This design comes from an exercise in tuning for small area, a short achievable clock period and few clock cycles per item on the open sky130 flow, not from production work.
Function not checked in this run: the RTL went through the layout flow alone.
Power figures rest on the tool's default switching activity, not on a simulated workload.

===== flow/flow/run.sh =====
#!/bin/bash
# The standard layout (standard.sh: ORFS synthesis to finish), with
# these make settings on top:
#  - CTS_*: clock-tree clustering;
set -euo pipefail
bash standard.sh SETUP_SLACK_MARGIN=8.7 CORE_UTILIZATION=70 PLACE_DENSITY=0.78 CTS_CLUSTER_SIZE=25 CTS_CLUSTER_DIAMETER=200 'BUFFER_PORTS_ARGS=-buffer_cell sky130_fd_sc_hd__buf_1' finish > standard.log 2>&1

===== flow/standard.sh =====
#!/bin/bash
# synth_recipe.tcl (not shown) runs the flow's synth.tcl, then flattens the netlist and writes it again
# the make line also repeats each setting of config.mk as NAME=value (left out here)
make -C /OpenROAD-flow-scripts/flow DESIGN_CONFIG=/design/flow/config.mk WORK_HOME=/design/flow/orfs CLKGATE_MAP_FILE= SYNTH_SCRIPT=/design/flow/synth_recipe.tcl "${@:-finish}"

===== flow/config.mk =====
export PLATFORM = sky130hd
export DESIGN_NAME = spindle_lane
export DESIGN_NICKNAME = spindle_lane
export VERILOG_FILES = /design/flow/design.v
export SDC_FILE = /design/flow/constraint.sdc
export NUM_CORES = 4
export LEC_CHECK = 0
export CAP_MARGIN = 20
export CORE_MARGIN = 2
export CORE_UTILIZATION = 40
export SLEW_MARGIN = 20

===== flow/constraint.sdc =====
create_clock -name core_clock -period 12.0 [get_ports {clk}]
set_input_delay 2.4000 -clock core_clock [delete_from_list [all_inputs] [get_ports {clk}]]
set_output_delay 2.4000 -clock core_clock [all_outputs]
set_load 0.01 [all_outputs]

===== flow/design.v =====
module spindle_lane (
    input  wire        clk,
    input  wire        rst,
    input  wire        in_valid,
    output wire        in_ready,
    input  wire [2:0]  in_op,
    input  wire        in_acc,
    input  wire [15:0] in_a,
    input  wire [1:0]  in_a_tag,
    input  wire [15:0] in_b,
    input  wire [1:0]  in_b_tag,
    input  wire [3:0]  in_shift,
    input  wire        in_i32,
    output reg         out_valid,
    output reg  [31:0] out_data,
    output reg  [1:0]  out_tag,
    output reg         out_cond_valid,
    output reg  [1:0]  out_cond
);
    localparam [2:0] OP_CLR   = 3'd0;
    localparam [2:0] OP_ADD   = 3'd1;
    localparam [2:0] OP_SUB   = 3'd2;
    localparam [2:0] OP_MAC   = 3'd3;
    localparam [2:0] OP_MSUB  = 3'd4;
    localparam [2:0] OP_CMP   = 3'd5;
    localparam [2:0] OP_SIGN  = 3'd6;
    localparam [2:0] OP_STORE = 3'd7;
    assign in_ready = 1'b1;
    wire in_addsub = (in_op == OP_ADD) | (in_op == OP_SUB);
    wire in_flip   = (in_op == OP_ADD) | (in_op == OP_MSUB);
    wire [16:0] bx = {in_b, 1'b0};
    wire [7:0]  d_one, d_two, d_neg;
    genvar gi;
    generate
        for (gi = 0; gi < 8; gi = gi + 1) begin : g_booth
            wire b2 = bx[2*gi+2];
            wire b1 = bx[2*gi+1];
            wire b0 = bx[2*gi];
            wire one_b = b1 ^ b0;
            wire two_b = (b2 & ~b1 & ~b0) | (~b2 & b1 & b0);
            if (gi == 7) begin : g_top
                assign d_one[gi] = one_b & ~in_addsub;
                assign d_two[gi] = two_b | in_addsub;
                assign d_neg[gi] = (b2 | in_addsub) ^ in_flip;
            end else begin : g_low
                assign d_one[gi] = one_b & ~in_addsub;
                assign d_two[gi] = two_b & ~in_addsub;
                assign d_neg[gi] = (b2 & ~in_addsub) ^ in_flip;
            end
        end
    endgenerate
    reg        a_v;
    reg [2:0]  a_op;
    reg        a_acc;
    reg [15:0] a_a;
    reg [7:0]  bone, btwo, bneg;
    reg        a_ainv, a_binv;
    reg [3:0]  a_shift;
    reg        a_i32;
    always @(posedge clk) begin
        a_v     <= in_valid & ~rst;
        a_op    <= in_op;
        a_acc   <= in_acc;
        a_a     <= in_a;
        bone    <= d_one;
        btwo    <= d_two;
        bneg    <= d_neg;
        a_ainv  <= in_a_tag[1];
        a_binv  <= in_b_tag[1];
        a_shift <= in_shift;
        a_i32   <= in_i32;
    end
    wire is_add  = (a_op == OP_ADD);
    wire is_sub  = (a_op == OP_SUB);
    wire is_mac  = (a_op == OP_MAC);
    wire is_msub = (a_op == OP_MSUB);
    wire [16:0] ax = {a_a[15], a_a};      
    wire [16:0] pp0, pp1, pp2, pp3, pp4, pp5, pp6, pp7;
    function [16:0] ppsel(input one, input two, input neg, input [16:0] m);
        ppsel = (({17{one}} & m) | ({17{two}} & {m[15:0], 1'b0})) ^ {17{neg}};
    endfunction
    assign pp0 = ppsel(bone[0], btwo[0], bneg[0], ax);
    assign pp1 = ppsel(bone[1], btwo[1], bneg[1], ax);
    assign pp2 = ppsel(bone[2], btwo[2], bneg[2], ax);
    assign pp3 = ppsel(bone[3], btwo[3], bneg[3], ax);
    assign pp4 = ppsel(bone[4], btwo[4], bneg[4], ax);
    assign pp5 = ppsel(bone[5], btwo[5], bneg[5], ax);
    assign pp6 = ppsel(bone[6], btwo[6], bneg[6], ax);
    assign pp7 = ppsel(bone[7], btwo[7], bneg[7], ax);
    wire [40:0] ps, pc;
    wire hs0 = pp0[10] ^ pp1[8];
    wire hc0 = pp0[10] & pp1[8];
    wire hs1 = pp0[11] ^ pp1[9];
    wire hc1 = pp0[11] & pp1[9];
    wire fs0 = pp0[12] ^ pp1[10] ^ pp2[8];
    wire fc0 = (pp0[12] & pp1[10]) | (pp0[12] & pp2[8]) | (pp1[10] & pp2[8]);
    wire hs2 = pp3[6] ^ pp4[4];
    wire hc2 = pp3[6] & pp4[4];
    wire fs1 = pp0[13] ^ pp1[11] ^ pp2[9];
    wire fc1 = (pp0[13] & pp1[11]) | (pp0[13] & pp2[9]) | (pp1[11] & pp2[9]);
    wire hs3 = pp3[7] ^ pp4[5];
    wire hc3 = pp3[7] & pp4[5];
    wire fs2 = pp0[14] ^ pp1[12] ^ pp2[10];
    wire fc2 = (pp0[14] & pp1[12]) | (pp0[14] & pp2[10]) | (pp1[12] & pp2[10]);
    wire fs3 = pp3[8] ^ pp4[6] ^ pp5[4];
    wire fc3 = (pp3[8] & pp4[6]) | (pp3[8] & pp5[4]) | (pp4[6] & pp5[4]);
    wire hs4 = pp6[2] ^ pp7[0];
    wire hc4 = pp6[2] & pp7[0];
    wire fs4 = pp0[15] ^ pp1[13] ^ pp2[11];
    wire fc4 = (pp0[15] & pp1[13]) | (pp0[15] & pp2[11]) | (pp1[13] & pp2[11]);
    wire fs5 = pp3[9] ^ pp4[7] ^ pp5[5];
    wire fc5 = (pp3[9] & pp4[7]) | (pp3[9] & pp5[5]) | (pp4[7] & pp5[5]);
    wire hs5 = pp6[3] ^ pp7[1];
    wire hc5 = pp6[3] & pp7[1];
    wire fs6 = ~pp0[16] ^ pp1[14] ^ pp2[12];
    wire fc6 = (~pp0[16] & pp1[14]) | (~pp0[16] & pp2[12]) | (pp1[14] & pp2[12]);
    wire fs7 = pp3[10] ^ pp4[8] ^ pp5[6];
    wire fc7 = (pp3[10] & pp4[8]) | (pp3[10] & pp5[6]) | (pp4[8] & pp5[6]);
    wire fs8 = pp6[4] ^ pp7[2] ^ 1'b1;
    wire fc8 = (pp6[4] & pp7[2]) | (pp6[4] & 1'b1) | (pp7[2] & 1'b1);
    wire fs9 = pp1[15] ^ pp2[13] ^ pp3[11];
    wire fc9 = (pp1[15] & pp2[13]) | (pp1[15] & pp3[11]) | (pp2[13] & pp3[11]);
    wire fs10 = pp4[9] ^ pp5[7] ^ pp6[5];
    wire fc10 = (pp4[9] & pp5[7]) | (pp4[9] & pp6[5]) | (pp5[7] & pp6[5]);
    wire hs6 = pp7[3] ^ 1'b1;
    wire hc6 = pp7[3] & 1'b1;
    wire fs11 = ~pp1[16] ^ pp2[14] ^ pp3[12];
    wire fc11 = (~pp1[16] & pp2[14]) | (~pp1[16] & pp3[12]) | (pp2[14] & pp3[12]);
    wire fs12 = pp4[10] ^ pp5[8] ^ pp6[6];
    wire fc12 = (pp4[10] & pp5[8]) | (pp4[10] & pp6[6]) | (pp5[8] & pp6[6]);
    wire fs13 = pp2[15] ^ pp3[13] ^ pp4[11];
    wire fc13 = (pp2[15] & pp3[13]) | (pp2[15] & pp4[11]) | (pp3[13] & pp4[11]);
    wire hs7 = pp5[9] ^ pp6[7];
    wire hc7 = pp5[9] & pp6[7];
    wire fs14 = ~pp2[16] ^ pp3[14] ^ pp4[12];
    wire fc14 = (~pp2[16] & pp3[14]) | (~pp2[16] & pp4[12]) | (pp3[14] & pp4[12]);
    wire hs8 = pp3[15] ^ pp4[13];
    wire hc8 = pp3[15] & pp4[13];
    wire hs9 = pp0[6] ^ pp1[4];
    wire hc9 = pp0[6] & pp1[4];
    wire hs10 = pp0[7] ^ pp1[5];
    wire hc10 = pp0[7] & pp1[5];
    wire fs15 = pp0[8] ^ pp1[6] ^ pp2[4];
    wire fc15 = (pp0[8] & pp1[6]) | (pp0[8] & pp2[4]) | (pp1[6] & pp2[4]);
    wire hs11 = pp3[2] ^ pp4[0];
    wire hc11 = pp3[2] & pp4[0];
    wire fs16 = pp0[9] ^ pp1[7] ^ pp2[5];
    wire fc16 = (pp0[9] & pp1[7]) | (pp0[9] & pp2[5]) | (pp1[7] & pp2[5]);
    wire hs12 = pp3[3] ^ pp4[1];
    wire hc12 = pp3[3] & pp4[1];
    wire fs17 = hs0 ^ pp2[6] ^ pp3[4];
    wire fc17 = (hs0 & pp2[6]) | (hs0 & pp3[4]) | (pp2[6] & pp3[4]);
    wire fs18 = pp4[2] ^ pp5[0] ^ bneg[5];
    wire fc18 = (pp4[2] & pp5[0]) | (pp4[2] & bneg[5]) | (pp5[0] & bneg[5]);
    wire fs19 = hs1 ^ pp2[7] ^ pp3[5];
    wire fc19 = (hs1 & pp2[7]) | (hs1 & pp3[5]) | (pp2[7] & pp3[5]);
    wire fs20 = pp4[3] ^ pp5[1] ^ hc0;
    wire fc20 = (pp4[3] & pp5[1]) | (pp4[3] & hc0) | (pp5[1] & hc0);
    wire fs21 = fs0 ^ hs2 ^ pp5[2];
    wire fc21 = (fs0 & hs2) | (fs0 & pp5[2]) | (hs2 & pp5[2]);
    wire fs22 = pp6[0] ^ bneg[6] ^ hc1;
    wire fc22 = (pp6[0] & bneg[6]) | (pp6[0] & hc1) | (bneg[6] & hc1);
    wire fs23 = fs1 ^ hs3 ^ pp5[3];
    wire fc23 = (fs1 & hs3) | (fs1 & pp5[3]) | (hs3 & pp5[3]);
    wire fs24 = pp6[1] ^ fc0 ^ hc2;
    wire fc24 = (pp6[1] & fc0) | (pp6[1] & hc2) | (fc0 & hc2);
    wire fs25 = fs2 ^ fs3 ^ hs4;
    wire fc25 = (fs2 & fs3) | (fs2 & hs4) | (fs3 & hs4);
    wire fs26 = bneg[7] ^ fc1 ^ hc3;
    wire fc26 = (bneg[7] & fc1) | (bneg[7] & hc3) | (fc1 & hc3);
    wire fs27 = fs4 ^ fs5 ^ hs5;
    wire fc27 = (fs4 & fs5) | (fs4 & hs5) | (fs5 & hs5);
    wire fs28 = fc2 ^ fc3 ^ hc4;
    wire fc28 = (fc2 & fc3) | (fc2 & hc4) | (fc3 & hc4);
    wire fs29 = fs6 ^ fs7 ^ fs8;
    wire fc29 = (fs6 & fs7) | (fs6 & fs8) | (fs7 & fs8);
    wire fs30 = fc4 ^ fc5 ^ hc5;
    wire fc30 = (fc4 & fc5) | (fc4 & hc5) | (fc5 & hc5);
    wire fs31 = fs9 ^ fs10 ^ hs6;
    wire fc31 = (fs9 & fs10) | (fs9 & hs6) | (fs10 & hs6);
    wire fs32 = fc6 ^ fc7 ^ fc8;
    wire fc32 = (fc6 & fc7) | (fc6 & fc8) | (fc7 & fc8);
    wire fs33 = fs11 ^ fs12 ^ pp7[4];
    wire fc33 = (fs11 & fs12) | (fs11 & pp7[4]) | (fs12 & pp7[4]);
    wire fs34 = fc9 ^ fc10 ^ hc6;
    wire fc34 = (fc9 & fc10) | (fc9 & hc6) | (fc10 & hc6);
    wire fs35 = fs13 ^ hs7 ^ pp7[5];
    wire fc35 = (fs13 & hs7) | (fs13 & pp7[5]) | (hs7 & pp7[5]);
    wire fs36 = fc11 ^ fc12 ^ 1'b1;
    wire fc36 = (fc11 & fc12) | (fc11 & 1'b1) | (fc12 & 1'b1);
    wire fs37 = fs14 ^ pp5[10] ^ pp6[8];
    wire fc37 = (fs14 & pp5[10]) | (fs14 & pp6[8]) | (pp5[10] & pp6[8]);
    wire fs38 = pp7[6] ^ fc13 ^ hc7;
    wire fc38 = (pp7[6] & fc13) | (pp7[6] & hc7) | (fc13 & hc7);
    wire fs39 = hs8 ^ pp5[11] ^ pp6[9];
    wire fc39 = (hs8 & pp5[11]) | (hs8 & pp6[9]) | (pp5[11] & pp6[9]);
    wire fs40 = pp7[7] ^ fc14 ^ 1'b1;
    wire fc40 = (pp7[7] & fc14) | (pp7[7] & 1'b1) | (fc14 & 1'b1);
    wire fs41 = ~pp3[16] ^ pp4[14] ^ pp5[12];
    wire fc41 = (~pp3[16] & pp4[14]) | (~pp3[16] & pp5[12]) | (pp4[14] & pp5[12]);
    wire fs42 = pp6[10] ^ pp7[8] ^ hc8;
    wire fc42 = (pp6[10] & pp7[8]) | (pp6[10] & hc8) | (pp7[8] & hc8);
    wire fs43 = pp4[15] ^ pp5[13] ^ pp6[11];
    wire fc43 = (pp4[15] & pp5[13]) | (pp4[15] & pp6[11]) | (pp5[13] & pp6[11]);
    wire hs13 = pp7[9] ^ 1'b1;
    wire hc13 = pp7[9] & 1'b1;
    wire fs44 = ~pp4[16] ^ pp5[14] ^ pp6[12];
    wire fc44 = (~pp4[16] & pp5[14]) | (~pp4[16] & pp6[12]) | (pp5[14] & pp6[12]);
    wire hs14 = pp5[15] ^ pp6[13];
    wire hc14 = pp5[15] & pp6[13];
    wire hs15 = pp0[4] ^ pp1[2];
    wire hc15 = pp0[4] & pp1[2];
    wire hs16 = pp0[5] ^ pp1[3];
    wire hc16 = pp0[5] & pp1[3];
    wire fs45 = hs9 ^ pp2[2] ^ pp3[0];
    wire fc45 = (hs9 & pp2[2]) | (hs9 & pp3[0]) | (pp2[2] & pp3[0]);
    wire fs46 = hs10 ^ pp2[3] ^ pp3[1];
    wire fc46 = (hs10 & pp2[3]) | (hs10 & pp3[1]) | (pp2[3] & pp3[1]);
    wire fs47 = fs15 ^ hs11 ^ bneg[4];
    wire fc47 = (fs15 & hs11) | (fs15 & bneg[4]) | (hs11 & bneg[4]);
    wire fs48 = fs16 ^ hs12 ^ fc15;
    wire fc48 = (fs16 & hs12) | (fs16 & fc15) | (hs12 & fc15);
    wire fs49 = fs17 ^ fs18 ^ fc16;
    wire fc49 = (fs17 & fs18) | (fs17 & fc16) | (fs18 & fc16);
    wire fs50 = fs19 ^ fs20 ^ fc17;
    wire fc50 = (fs19 & fs20) | (fs19 & fc17) | (fs20 & fc17);
    wire fs51 = fs21 ^ fs22 ^ fc19;
    wire fc51 = (fs21 & fs22) | (fs21 & fc19) | (fs22 & fc19);
    wire fs52 = fs23 ^ fs24 ^ fc21;
    wire fc52 = (fs23 & fs24) | (fs23 & fc21) | (fs24 & fc21);
    wire fs53 = fs25 ^ fs26 ^ fc23;
    wire fc53 = (fs25 & fs26) | (fs25 & fc23) | (fs26 & fc23);
    wire fs54 = fs27 ^ fs28 ^ fc25;
    wire fc54 = (fs27 & fs28) | (fs27 & fc25) | (fs28 & fc25);
    wire fs55 = fs29 ^ fs30 ^ fc27;
    wire fc55 = (fs29 & fs30) | (fs29 & fc27) | (fs30 & fc27);
    wire fs56 = fs31 ^ fs32 ^ fc29;
    wire fc56 = (fs31 & fs32) | (fs31 & fc29) | (fs32 & fc29);
    wire fs57 = fs33 ^ fs34 ^ fc31;
    wire fc57 = (fs33 & fs34) | (fs33 & fc31) | (fs34 & fc31);
    wire fs58 = fs35 ^ fs36 ^ fc33;
    wire fc58 = (fs35 & fs36) | (fs35 & fc33) | (fs36 & fc33);
    wire fs59 = fs37 ^ fs38 ^ fc35;
    wire fc59 = (fs37 & fs38) | (fs37 & fc35) | (fs38 & fc35);
    wire fs60 = fs39 ^ fs40 ^ fc37;
    wire fc60 = (fs39 & fs40) | (fs39 & fc37) | (fs40 & fc37);
    wire fs61 = fs41 ^ fs42 ^ fc39;
    wire fc61 = (fs41 & fs42) | (fs41 & fc39) | (fs42 & fc39);
    wire fs62 = fs43 ^ hs13 ^ fc41;
    wire fc62 = (fs43 & hs13) | (fs43 & fc41) | (hs13 & fc41);
    wire fs63 = fs44 ^ pp7[10] ^ fc43;
    wire fc63 = (fs44 & pp7[10]) | (fs44 & fc43) | (pp7[10] & fc43);
    wire fs64 = hs14 ^ pp7[11] ^ fc44;
    wire fc64 = (hs14 & pp7[11]) | (hs14 & fc44) | (pp7[11] & fc44);
    wire fs65 = ~pp5[16] ^ pp6[14] ^ pp7[12];
    wire fc65 = (~pp5[16] & pp6[14]) | (~pp5[16] & pp7[12]) | (pp6[14] & pp7[12]);
    wire hs17 = pp6[15] ^ pp7[13];
    wire hc17 = pp6[15] & pp7[13];
    wire hs18 = pp0[2] ^ pp1[0];
    wire hc18 = pp0[2] & pp1[0];
    wire hs19 = pp0[3] ^ pp1[1];
    wire hc19 = pp0[3] & pp1[1];
    wire fs66 = hs15 ^ pp2[0] ^ bneg[2];
    wire fc66 = (hs15 & pp2[0]) | (hs15 & bneg[2]) | (pp2[0] & bneg[2]);
    wire fs67 = hs16 ^ pp2[1] ^ hc15;
    wire fc67 = (hs16 & pp2[1]) | (hs16 & hc15) | (pp2[1] & hc15);
    wire fs68 = fs45 ^ bneg[3] ^ hc16;
    wire fc68 = (fs45 & bneg[3]) | (fs45 & hc16) | (bneg[3] & hc16);
    wire fs69 = fs46 ^ hc9 ^ fc45;
    wire fc69 = (fs46 & hc9) | (fs46 & fc45) | (hc9 & fc45);
    wire fs70 = fs47 ^ hc10 ^ fc46;
    wire fc70 = (fs47 & hc10) | (fs47 & fc46) | (hc10 & fc46);
    wire fs71 = fs48 ^ hc11 ^ fc47;
    wire fc71 = (fs48 & hc11) | (fs48 & fc47) | (hc11 & fc47);
    wire fs72 = fs49 ^ hc12 ^ fc48;
    wire fc72 = (fs49 & hc12) | (fs49 & fc48) | (hc12 & fc48);
    wire fs73 = fs50 ^ fc18 ^ fc49;
    wire fc73 = (fs50 & fc18) | (fs50 & fc49) | (fc18 & fc49);
    wire fs74 = fs51 ^ fc20 ^ fc50;
    wire fc74 = (fs51 & fc20) | (fs51 & fc50) | (fc20 & fc50);
    wire fs75 = fs52 ^ fc22 ^ fc51;
    wire fc75 = (fs52 & fc22) | (fs52 & fc51) | (fc22 & fc51);
    wire fs76 = fs53 ^ fc24 ^ fc52;
    wire fc76 = (fs53 & fc24) | (fs53 & fc52) | (fc24 & fc52);
    wire fs77 = fs54 ^ fc26 ^ fc53;
    wire fc77 = (fs54 & fc26) | (fs54 & fc53) | (fc26 & fc53);
    wire fs78 = fs55 ^ fc28 ^ fc54;
    wire fc78 = (fs55 & fc28) | (fs55 & fc54) | (fc28 & fc54);
    wire fs79 = fs56 ^ fc30 ^ fc55;
    wire fc79 = (fs56 & fc30) | (fs56 & fc55) | (fc30 & fc55);
    wire fs80 = fs57 ^ fc32 ^ fc56;
    wire fc80 = (fs57 & fc32) | (fs57 & fc56) | (fc32 & fc56);
    wire fs81 = fs58 ^ fc34 ^ fc57;
    wire fc81 = (fs58 & fc34) | (fs58 & fc57) | (fc34 & fc57);
    wire fs82 = fs59 ^ fc36 ^ fc58;
    wire fc82 = (fs59 & fc36) | (fs59 & fc58) | (fc36 & fc58);
    wire fs83 = fs60 ^ fc38 ^ fc59;
    wire fc83 = (fs60 & fc38) | (fs60 & fc59) | (fc38 & fc59);
    wire fs84 = fs61 ^ fc40 ^ fc60;
    wire fc84 = (fs61 & fc40) | (fs61 & fc60) | (fc40 & fc60);
    wire fs85 = fs62 ^ fc42 ^ fc61;
    wire fc85 = (fs62 & fc42) | (fs62 & fc61) | (fc42 & fc61);
    wire fs86 = fs63 ^ hc13 ^ fc62;
    wire fc86 = (fs63 & hc13) | (fs63 & fc62) | (hc13 & fc62);
    wire fs87 = fs64 ^ fc63 ^ 1'b1;
    wire fc87 = (fs64 & fc63) | (fs64 & 1'b1) | (fc63 & 1'b1);
    wire fs88 = fs65 ^ hc14 ^ fc64;
    wire fc88 = (fs65 & hc14) | (fs65 & fc64) | (hc14 & fc64);
    wire fs89 = hs17 ^ fc65 ^ 1'b1;
    wire fc89 = (hs17 & fc65) | (hs17 & 1'b1) | (fc65 & 1'b1);
    wire fs90 = ~pp6[16] ^ pp7[14] ^ hc17;
    wire fc90 = (~pp6[16] & pp7[14]) | (~pp6[16] & hc17) | (pp7[14] & hc17);
    wire hs20 = pp7[15] ^ 1'b1;
    wire hc20 = pp7[15] & 1'b1;
    assign ps = {1'b1, 1'b1, 1'b1, 1'b1, 1'b1, 1'b1, 1'b1, 1'b1, 1'b1, 1'b1, ~pp7[16], hs20, fs90, fs89, fs88, fs87, fs86, fs85, fs84, fs83, fs82, fs81, fs80, fs79, fs78, fs77, fs76, fs75, fs74, fs73, fs72, fs71, fs70, fs69, fs68, fs67, fs66, hs19, hs18, pp0[1], pp0[0]};
    assign pc = {1'b0, 1'b0, 1'b0, 1'b0, 1'b0, 1'b0, 1'b0, 1'b0, 1'b0, 1'b0, hc20, fc90, fc89, fc88, fc87, fc86, fc85, fc84, fc83, fc82, fc81, fc80, fc79, fc78, fc77, fc76, fc75, fc74, fc73, fc72, fc71, fc70, fc69, fc68, fc67, fc66, hc19, hc18, bneg[1], 1'b0, bneg[0]};
    wire reads_inv = a_ainv | ((is_mac | is_msub) & a_binv);
    reg        b_arith, b_clr, b_cmp, b_sign, b_store;
    reg        b_inv;
    reg [3:0]  b_shift;
    reg        b_i32;
    reg [40:0] b_ps, b_pc;
    always @(posedge clk) begin
        b_arith <= a_v & ~rst & (is_add | is_sub | is_mac | is_msub);
        b_clr   <= a_v & ~rst & (a_op == OP_CLR);
        b_cmp   <= a_v & ~rst & (a_op == OP_CMP);
        b_sign  <= a_v & ~rst & (a_op == OP_SIGN);
        b_store <= a_v & ~rst & (a_op == OP_STORE);
        b_inv   <= reads_inv;
        b_shift <= a_shift;
        b_i32   <= a_i32;
        b_ps    <= ps;
        b_pc    <= pc;
    end
    reg [40:0] xr, yr;
    reg        xr_g, xr_gn, xr_inv;    
    reg        yr_g, yr_gn, yr_inv;    
    reg        xmap;
    reg        rst_q;
    wire [40:0] x = xr;
    wire [40:0] y = yr;
    wire x_inv = xr_inv;
    wire y_inv = yr_inv;
    wire x_guard = xr_g | (x[40] ^ x[39]);
    wire y_guard = yr_g | (y[40] ^ y[39]);
    wire x_gneg  = xr_g ? xr_gn : x[40];
    wire [30:0] cs_s = x[30:0] ^ b_ps[30:0] ^ b_pc[30:0];
    wire [30:0] cs_c = (x[30:0] & b_ps[30:0]) | (x[30:0] & b_pc[30:0]) |
                       (b_ps[30:0] & b_pc[30:0]);
    wire [30:0] ad_a = cs_s;
    wire [30:0] ad_b = {cs_c[29:0], 1'b0};
    wire [30:0] ad_p = ad_a ^ ad_b;
    wire [30:0] ad_g = ad_a & ad_b;
    wire [30:0] ad_c;                     
    wire pg0_1_g = ad_g[1] | (ad_p[1] & ad_g[0]);
    wire pg0_1_p = ad_p[1] & ad_p[0];
    wire pg0_3_g = ad_g[3] | (ad_p[3] & ad_g[2]);
    wire pg0_3_p = ad_p[3] & ad_p[2];
    wire pg0_5_g = ad_g[5] | (ad_p[5] & ad_g[4]);
    wire pg0_5_p = ad_p[5] & ad_p[4];
    wire pg0_7_g = ad_g[7] | (ad_p[7] & ad_g[6]);
    wire pg0_7_p = ad_p[7] & ad_p[6];
    wire pg0_9_g = ad_g[9] | (ad_p[9] & ad_g[8]);
    wire pg0_9_p = ad_p[9] & ad_p[8];
    wire pg0_11_g = ad_g[11] | (ad_p[11] & ad_g[10]);
    wire pg0_11_p = ad_p[11] & ad_p[10];
    wire pg0_13_g = ad_g[13] | (ad_p[13] & ad_g[12]);
    wire pg0_13_p = ad_p[13] & ad_p[12];
    wire pg0_15_g = ad_g[15] | (ad_p[15] & ad_g[14]);
    wire pg0_15_p = ad_p[15] & ad_p[14];
    wire pg0_17_g = ad_g[17] | (ad_p[17] & ad_g[16]);
    wire pg0_17_p = ad_p[17] & ad_p[16];
    wire pg0_19_g = ad_g[19] | (ad_p[19] & ad_g[18]);
    wire pg0_19_p = ad_p[19] & ad_p[18];
    wire pg0_21_g = ad_g[21] | (ad_p[21] & ad_g[20]);
    wire pg0_21_p = ad_p[21] & ad_p[20];
    wire pg0_23_g = ad_g[23] | (ad_p[23] & ad_g[22]);
    wire pg0_23_p = ad_p[23] & ad_p[22];
    wire pg0_25_g = ad_g[25] | (ad_p[25] & ad_g[24]);
    wire pg0_25_p = ad_p[25] & ad_p[24];
    wire pg0_27_g = ad_g[27] | (ad_p[27] & ad_g[26]);
    wire pg0_27_p = ad_p[27] & ad_p[26];
    wire pg0_29_g = ad_g[29] | (ad_p[29] & ad_g[28]);
    wire pg0_29_p = ad_p[29] & ad_p[28];
    wire pg1_2_g = ad_g[2] | (ad_p[2] & pg0_1_g);
    wire pg1_2_p = ad_p[2] & pg0_1_p;
    wire pg1_3_g = pg0_3_g | (pg0_3_p & pg0_1_g);
    wire pg1_3_p = pg0_3_p & pg0_1_p;
    wire pg1_6_g = ad_g[6] | (ad_p[6] & pg0_5_g);
    wire pg1_6_p = ad_p[6] & pg0_5_p;
    wire pg1_7_g = pg0_7_g | (pg0_7_p & pg0_5_g);
    wire pg1_7_p = pg0_7_p & pg0_5_p;
    wire pg1_10_g = ad_g[10] | (ad_p[10] & pg0_9_g);
    wire pg1_10_p = ad_p[10] & pg0_9_p;
    wire pg1_11_g = pg0_11_g | (pg0_11_p & pg0_9_g);
    wire pg1_11_p = pg0_11_p & pg0_9_p;
    wire pg1_14_g = ad_g[14] | (ad_p[14] & pg0_13_g);
    wire pg1_14_p = ad_p[14] & pg0_13_p;
    wire pg1_15_g = pg0_15_g | (pg0_15_p & pg0_13_g);
    wire pg1_15_p = pg0_15_p & pg0_13_p;
    wire pg1_18_g = ad_g[18] | (ad_p[18] & pg0_17_g);
    wire pg1_18_p = ad_p[18] & pg0_17_p;
    wire pg1_19_g = pg0_19_g | (pg0_19_p & pg0_17_g);
    wire pg1_19_p = pg0_19_p & pg0_17_p;
    wire pg1_22_g = ad_g[22] | (ad_p[22] & pg0_21_g);
    wire pg1_22_p = ad_p[22] & pg0_21_p;
    wire pg1_23_g = pg0_23_g | (pg0_23_p & pg0_21_g);
    wire pg1_23_p = pg0_23_p & pg0_21_p;
    wire pg1_26_g = ad_g[26] | (ad_p[26] & pg0_25_g);
    wire pg1_26_p = ad_p[26] & pg0_25_p;
    wire pg1_27_g = pg0_27_g | (pg0_27_p & pg0_25_g);
    wire pg1_27_p = pg0_27_p & pg0_25_p;
    wire pg1_30_g = ad_g[30] | (ad_p[30] & pg0_29_g);
    wire pg1_30_p = ad_p[30] & pg0_29_p;
    wire pg2_4_g = ad_g[4] | (ad_p[4] & pg1_3_g);
    wire pg2_4_p = ad_p[4] & pg1_3_p;
    wire pg2_5_g = pg0_5_g | (pg0_5_p & pg1_3_g);
    wire pg2_5_p = pg0_5_p & pg1_3_p;
    wire pg2_6_g = pg1_6_g | (pg1_6_p & pg1_3_g);
    wire pg2_6_p = pg1_6_p & pg1_3_p;
    wire pg2_7_g = pg1_7_g | (pg1_7_p & pg1_3_g);
    wire pg2_7_p = pg1_7_p & pg1_3_p;
    wire pg2_12_g = ad_g[12] | (ad_p[12] & pg1_11_g);
    wire pg2_12_p = ad_p[12] & pg1_11_p;
    wire pg2_13_g = pg0_13_g | (pg0_13_p & pg1_11_g);
    wire pg2_13_p = pg0_13_p & pg1_11_p;
    wire pg2_14_g = pg1_14_g | (pg1_14_p & pg1_11_g);
    wire pg2_14_p = pg1_14_p & pg1_11_p;
    wire pg2_15_g = pg1_15_g | (pg1_15_p & pg1_11_g);
    wire pg2_15_p = pg1_15_p & pg1_11_p;
    wire pg2_20_g = ad_g[20] | (ad_p[20] & pg1_19_g);
    wire pg2_20_p = ad_p[20] & pg1_19_p;
    wire pg2_21_g = pg0_21_g | (pg0_21_p & pg1_19_g);
    wire pg2_21_p = pg0_21_p & pg1_19_p;
    wire pg2_22_g = pg1_22_g | (pg1_22_p & pg1_19_g);
    wire pg2_22_p = pg1_22_p & pg1_19_p;
    wire pg2_23_g = pg1_23_g | (pg1_23_p & pg1_19_g);
    wire pg2_23_p = pg1_23_p & pg1_19_p;
    wire pg2_28_g = ad_g[28] | (ad_p[28] & pg1_27_g);
    wire pg2_28_p = ad_p[28] & pg1_27_p;
    wire pg2_29_g = pg0_29_g | (pg0_29_p & pg1_27_g);
    wire pg2_29_p = pg0_29_p & pg1_27_p;
    wire pg2_30_g = pg1_30_g | (pg1_30_p & pg1_27_g);
    wire pg2_30_p = pg1_30_p & pg1_27_p;
    wire pg3_8_g = ad_g[8] | (ad_p[8] & pg2_7_g);
    wire pg3_8_p = ad_p[8] & pg2_7_p;
    wire pg3_9_g = pg0_9_g | (pg0_9_p & pg2_7_g);
    wire pg3_9_p = pg0_9_p & pg2_7_p;
    wire pg3_10_g = pg1_10_g | (pg1_10_p & pg2_7_g);
    wire pg3_10_p = pg1_10_p & pg2_7_p;
    wire pg3_11_g = pg1_11_g | (pg1_11_p & pg2_7_g);
    wire pg3_11_p = pg1_11_p & pg2_7_p;
    wire pg3_12_g = pg2_12_g | (pg2_12_p & pg2_7_g);
    wire pg3_12_p = pg2_12_p & pg2_7_p;
    wire pg3_13_g = pg2_13_g | (pg2_13_p & pg2_7_g);
    wire pg3_13_p = pg2_13_p & pg2_7_p;
    wire pg3_14_g = pg2_14_g | (pg2_14_p & pg2_7_g);
    wire pg3_14_p = pg2_14_p & pg2_7_p;
    wire pg3_15_g = pg2_15_g | (pg2_15_p & pg2_7_g);
    wire pg3_15_p = pg2_15_p & pg2_7_p;
    wire pg3_24_g = ad_g[24] | (ad_p[24] & pg2_23_g);
    wire pg3_24_p = ad_p[24] & pg2_23_p;
    wire pg3_25_g = pg0_25_g | (pg0_25_p & pg2_23_g);
    wire pg3_25_p = pg0_25_p & pg2_23_p;
    wire pg3_26_g = pg1_26_g | (pg1_26_p & pg2_23_g);
    wire pg3_26_p = pg1_26_p & pg2_23_p;
    wire pg3_27_g = pg1_27_g | (pg1_27_p & pg2_23_g);
    wire pg3_27_p = pg1_27_p & pg2_23_p;
    wire pg3_28_g = pg2_28_g | (pg2_28_p & pg2_23_g);
    wire pg3_28_p = pg2_28_p & pg2_23_p;
    wire pg3_29_g = pg2_29_g | (pg2_29_p & pg2_23_g);
    wire pg3_29_p = pg2_29_p & pg2_23_p;
    wire pg3_30_g = pg2_30_g | (pg2_30_p & pg2_23_g);
    wire pg3_30_p = pg2_30_p & pg2_23_p;
    wire pg4_16_g = ad_g[16] | (ad_p[16] & pg3_15_g);
    wire pg4_16_p = ad_p[16] & pg3_15_p;
    wire pg4_17_g = pg0_17_g | (pg0_17_p & pg3_15_g);
    wire pg4_17_p = pg0_17_p & pg3_15_p;
    wire pg4_18_g = pg1_18_g | (pg1_18_p & pg3_15_g);
    wire pg4_18_p = pg1_18_p & pg3_15_p;
    wire pg4_19_g = pg1_19_g | (pg1_19_p & pg3_15_g);
    wire pg4_19_p = pg1_19_p & pg3_15_p;
    wire pg4_20_g = pg2_20_g | (pg2_20_p & pg3_15_g);
    wire pg4_20_p = pg2_20_p & pg3_15_p;
    wire pg4_21_g = pg2_21_g | (pg2_21_p & pg3_15_g);
    wire pg4_21_p = pg2_21_p & pg3_15_p;
    wire pg4_22_g = pg2_22_g | (pg2_22_p & pg3_15_g);
    wire pg4_22_p = pg2_22_p & pg3_15_p;
    wire pg4_23_g = pg2_23_g | (pg2_23_p & pg3_15_g);
    wire pg4_23_p = pg2_23_p & pg3_15_p;
    wire pg4_24_g = pg3_24_g | (pg3_24_p & pg3_15_g);
    wire pg4_24_p = pg3_24_p & pg3_15_p;
    wire pg4_25_g = pg3_25_g | (pg3_25_p & pg3_15_g);
    wire pg4_25_p = pg3_25_p & pg3_15_p;
    wire pg4_26_g = pg3_26_g | (pg3_26_p & pg3_15_g);
    wire pg4_26_p = pg3_26_p & pg3_15_p;
    wire pg4_27_g = pg3_27_g | (pg3_27_p & pg3_15_g);
    wire pg4_27_p = pg3_27_p & pg3_15_p;
    wire pg4_28_g = pg3_28_g | (pg3_28_p & pg3_15_g);
    wire pg4_28_p = pg3_28_p & pg3_15_p;
    wire pg4_29_g = pg3_29_g | (pg3_29_p & pg3_15_g);
    wire pg4_29_p = pg3_29_p & pg3_15_p;
    wire pg4_30_g = pg3_30_g | (pg3_30_p & pg3_15_g);
    wire pg4_30_p = pg3_30_p & pg3_15_p;
    assign ad_c = {pg4_30_g, pg4_29_g, pg4_28_g, pg4_27_g, pg4_26_g, pg4_25_g, pg4_24_g, pg4_23_g, pg4_22_g, pg4_21_g, pg4_20_g, pg4_19_g, pg4_18_g, pg4_17_g, pg4_16_g, pg3_15_g, pg3_14_g, pg3_13_g, pg3_12_g, pg3_11_g, pg3_10_g, pg3_9_g, pg3_8_g, pg2_7_g, pg2_6_g, pg2_5_g, pg2_4_g, pg1_3_g, pg1_2_g, pg0_1_g, ad_g[0]};
    wire [31:0] lo   = {ad_c[30], ad_p ^ {ad_c[29:0], 1'b0}};
    wire [9:0]  x_hi = x[40:31];
    wire [9:0]  hi_m = x_hi - 10'd1;
    wire [9:0]  hi_p = x_hi + 10'd1;
    wire [9:0]  hi_a = cs_c[30] ? x_hi : hi_m;    
    wire [9:0]  hi_b = cs_c[30] ? hi_p : x_hi;    
    wire [40:0] sum  = {lo[31] ? hi_b : hi_a, lo[30:0]};
    wire        sx     = x[40];
    wire [40:0] yy     = sx ? y : ~y;
    wire [41:0] cz     = {x[40], x} + {yy[40], yy};
    wire        cmp_gt = sx ? cz[41] : ~cz[41];
    wire        x_zero = (x == 41'd0);
    wire [3:0]         sk = {b_shift[3], ~b_shift[2:0]};
    wire signed [31:0] xs = x[39:8];
    wire signed [31:0] v  = xs >>> sk;
    wire q_hi = ~v[31] & (|v[30:15]);
    wire q_lo =  v[31] & ~(&v[30:15]);
    reg [31:0] st_data;
    reg [1:0]  st_tag;
    always @(*) begin
        if (x_guard) begin
            if (b_i32)
                st_data = x_gneg ? 32'h8000_0000 : 32'h7fff_ffff;
            else
                st_data = x_gneg ? 32'hffff_8000 : 32'h0000_7fff;
            st_tag = 2'b11;
        end else if (b_i32) begin
            st_data = v;
            st_tag  = {x_inv, 1'b0};
        end else if (q_hi) begin
            st_data = 32'h0000_7fff;
            st_tag  = {x_inv, 1'b1};
        end else if (q_lo) begin
            st_data = 32'hffff_8000;
            st_tag  = {x_inv, 1'b1};
        end else begin
            st_data = {{16{v[15]}}, v[15:0]};
            st_tag  = {x_inv, 1'b0};
        end
    end
    wire        keep  = ~b_clr & ~rst_q;         
    wire        nx_g  = keep & (b_arith ? x_guard : xr_g);
    wire        nx_gn = keep & (b_arith ? x_gneg  : xr_gn);
    wire        nx_inv = keep & (xr_inv | (b_arith & b_inv));
    wire [40:0] nx_hold = keep ? xr : 41'd0;
    wire [40:0] ny      = rst_q ? 41'd0 : yr;
    wire        ny_g    = ~rst_q & yr_g;
    wire        ny_gn   = ~rst_q & yr_gn;
    wire        ny_inv  = ~rst_q & yr_inv;
    wire same    = (a_acc == xmap);              
    wire add_x   =  same & b_arith & ~rst_q;     
    wire add_y   = ~same & b_arith & ~rst_q;     
    wire [40:0] xr_alt = same ? nx_hold : ny;
    wire [40:0] yr_alt = same ? ny : nx_hold;
    always @(posedge clk) begin
        rst_q  <= rst;
        xmap   <= a_acc;
        xr     <= add_x ? sum : xr_alt;
        yr     <= add_y ? sum : yr_alt;
        xr_g   <= same ? nx_g   : ny_g;
        xr_gn  <= same ? nx_gn  : ny_gn;
        xr_inv <= same ? nx_inv : ny_inv;
        yr_g   <= same ? ny_g   : nx_g;
        yr_gn  <= same ? ny_gn  : nx_gn;
        yr_inv <= same ? ny_inv : nx_inv;
    end
    always @(posedge clk) begin
        out_valid      <= ~rst & (b_cmp | b_sign | b_store);
        out_data       <= st_data;
        out_tag        <= st_tag;
        out_cond_valid <= b_cmp ? ~(x_guard | x_inv | y_guard | y_inv)
                                : ~(x_guard | x_inv);
        out_cond       <= b_cmp ? {1'b0, cmp_gt}
                                : (x_zero ? 2'b00 : (x[40] ? 2'b11 : 2'b01));
    end
endmodule

==> impl_metrics.toml <==
[flow_run]
maxCapViolCount = 0

[timing]
fin_crit_ns = 3.424
fin_crit_sh_pct = 28.54
fin_skew_ns = 0.03393
relSlewSlack_pct = 30.68
finalSetupViolCount = 0
final-hold-violation-count = 0
rsz0062_at_grt = "yes"
clock.fmax_mhz = 292.0
tns_ns = 0
drv_slew = 0
tightestPinTransition_ns = 1.036

[drt]
wl_per_cell_um = 20.77
num_vias = 14810
routed_via_density = 6.498
drtAntennaViolNets = 0
drc = 0
drt_iter0_drc = 1503
drtPass1Iterations = 5
finalWirelength_mm = 47.32

[grt]
grt_overflow = 0
grt_antenna_before_repair = 0
grt_pass1_wl_mm = 73.68
grt_max_degree = 68
grt_pass1_vias = 14600
grtUsageTotal_pct = 34.40

[critical_path]
cp_common_cell = "mux2_4"
end_kind = "flop"
r2r_start = "xr[13]"
worst_r2r_endpoint = "yr[32]"
cp_slowest_cell = "fa_1"
critPathKind = "reg -> reg"
ff2ff_setup_slack_ns = 8.58
cp_top_family = "simple AND/OR/NAND/NOR gates"
critical_path_required_ns = 12.43
cp_num_buf_inv = 0
path_cells = "fa_1 -> ha_2 -> and4_4 -> nand3_1 -> nand3b_1 -> nand3_2 -> and3b_2 -> a21o_4 -> mux2_4 -> mux2_4 -> o21ai_2"
crit_fanout = 8
arrival_ns = 3.85
critPathMaxStageDelay_ns = 0.45
critPathLaunchType = "flop"
r2r_cells = 11

[synth]
syn_area_mm2 = 0.01788
synthTopCellsByArea = "dfxtp_1, fa_1, xnor2_1, ha_1, a22oi_1"
synth_area_leader_cell = "dfxtp_1"
syn_inst = 1965
yosys_warnings = 1
synth_top_area_share_pct = 28.22
synth_ff_type = "dfxtp_1"
synth_seq_cells = 252
async_reset_ff_share_pct = 0
syn-num-nets = 2225
synth-edff-count = 0
synthesis.area_per_instance_um2 = 9.098
synth_cell_types = 73
ys_seq_area_share_pct = 28.22

[finish]
multi_input_area_mm2 = 0.01207
final_cells = 2279
antennaDiodeCount = 0
syn2layout_area_growth_pct = 9.210
drive_gt1_share_pct = 15.03
seq_area_mm2 = 0.005251
fillerInstances = 1735
finalNetCount = 2209

[clock_network]
cts-root-buf = "clkbuf_16"
tritoncts = "built"
clock_latency_ns = 0.50
cts_made_buffers = 14
clk_pin_slew_ns = 0.10
cts_buffer_depth = 3
cts_sinks = 252
htreeDepth = 1
cts-hold-fix-buffers = 0

[worst_hold_path]
hold_class = "reg -> reg"
worstHoldStart = "a_shift[0]"
min_to = "b_shift[0]"
whs_path_depth = 0

[power_and_ir_drop]
p_per_area_mw_per_mm2 = 234.8
irDropWorstVdd_mv = 0.1539
leakagePower_uw = 0.007993

[die]
die_y_um = 163.8
row_count = 58
fp.dieW_um = 163.8
die-area_mm2 = 0.02683
initial_core_util_pct = 71.20
core-area_mm2 = 0.02511
ioPinCount = 87

[placed_design]
hpwlAfterDp_mm = 31.58
gp_congestion = 0.9155
port_buffers = 83
dp.cells = 2234

[outcome]
run_status = "finished clean"
-- power by group --
group / total (uW) / internal (uW) / leakage, uW / switching, uW
combinational: 2880 / 1290 / 0.00567 / 1590
clock: 510 / 229 / 0.000196 / 281
sequential: 1200 / 1030 / 0.00212 / 169
-- synthesized netlist by cell type (22+ instances only) --
cell type	instances
dfxtp_1	252
xnor2_1	151
a22oi_1	147
inv_1	144
clkbuf_1	139
nor2_1	132
nand2_1	126
fa_1	117
a21oi_1	114
ha_1	95
o21ai_0	76
xor2_1	63
mux2i_1	32
a21o_1	27
a221oi_1	25
nor3_1	22
-- layout make-up --
| type | instances | share of cell area, % |
|---|---|---|
| clock buffers | 15 | 1.923 |
| clock inverters | 1 | 0.1538 |
| inverters | 145 | 2.826 |
| multi-input cells | 1403 | 61.83 |
| flip-flops and latches | 252 | 26.90 |
| well taps | 330 | 2.115 |
| repair buffers | 132 | 4.230 |
| repair inverters | 1 | 0.02563 |
-- flip-flops by register name, indices dropped and copies added (netlist names), 2 cells and up --
name	count
out_cond	2
out_data	32
a_a	16
b_ps	31
b_pc	30
a_shift	4
bneg	8
b_shift	4
a_op	3
btwo	8
yr	41
out_tag	2
xr	41
bone	8
-- worst max-delay path by stage --
stage	startpoint	endpoint	slack, ns	cells after the start
after global routing	b_ps[11]	yr[37]	8.55	11
final	xr[13]	yr[32]	8.58	11
after floorplan	bone[5]	b_ps[18]	8.69	11
after global placement	xr[12]	xr[32]	7.94	12
after detailed placement	xr[12]	xr[32]	7.84	12
after CTS	bone[0]	b_ps[13]	8.64	9
-- cells in the final DEF, fill, tap and decap left out, types with 48 or more instances in the layout --
cell       n
o21ai_0   72
dfxtp_4   48
xnor2_1  149
fa_1     116
a21oi_1  107
dfxtp_1  183
inv_1    139
xor2_1    61
nand2_1  126
ha_1      80
nor2_1   129
a22oi_1  145
-- cell families after synthesis --
| group | Yosys count | share of synthesized area (%) |
|---|---|---|
| AO/OA/AOI/OAI | 499 | 18.88 |
| XOR/XNOR | 214 | 10.48 |
| adder cells (fa/ha/maj) | 212 | 19.75 |
| buffers and inverters | 311 | 6.838 |
| flip-flops | 252 | 28.22 |
| multiplexers | 66 | 5.130 |
| other | 1 | 0.02098 |
| AND/OR/NAND/NOR | 410 | 10.68 |
-- timing repair --
action / 4_1_cts / 5_1_grt
pin swaps: 8 / 34
buffers inserted: 9 / 18
gates resized for setup: 133 / 117
cloned: 1 / 1
endpoints found under the setup margin: 148 / 103
-- through the flow --
step	worst slack (ns)	power, uW	util [%]	hold slack [ns]	instance area [um2]
final	8.576	4584	77.76	0.3334	19520
after floorplan	8.685	2967	-	0.3096	17910
after CTS	8.639	4245	75.18	0.3354	18880
after global placement	7.944	3506	72.19	0.3115	18130
after global routing	8.546	4948	77.76	0.3397	19520
after detailed placement	7.841	3608	72.19	0.3150	18130
-- metal layers --
metal / vias up / share of wire, % / global-route usage [%]
met5: - / 0 / 0
met4: 0 / 5.2 / 18.38
met3: 215 / 7.7 / 4.520
met2: 788 / 49 / 59.45
met1: 7053 / 38 / 41.85
li1: 6753 / - / -

==> port drivers added, routing unchanged <==
Ports are ideal in the flow. The routed layout listed here was re-timed in OpenROAD.
Step 1 (the two cells are an assumption about what drives the block):
set clk [get_ports {clk}]
set_driving_cell -lib_cell sky130_fd_sc_hd__clkbuf_16 $clk
set_driving_cell -lib_cell sky130_fd_sc_hd__buf_2 [delete_from_list [all_inputs] $clk]
Step 2 times the ports against the registers' clock, not the clock port: input delays grow and output delays shrink by t, the midpoint of the rising clock arrivals with the driver on.
Three values: ideal ports, drivers, drivers and shift; two values: the first two.
t (ns): 0.533
setup WS [ns]: 8.576 / 8.576 / 8.396
worst setup path after step 2: input to register
worst slew at a driven data input, ns: 0.04
After both steps setup and hold are still met in this run. For this run, drivers alone change the setup slack by 0.000 ns; drivers and shift together by -0.180 ns.
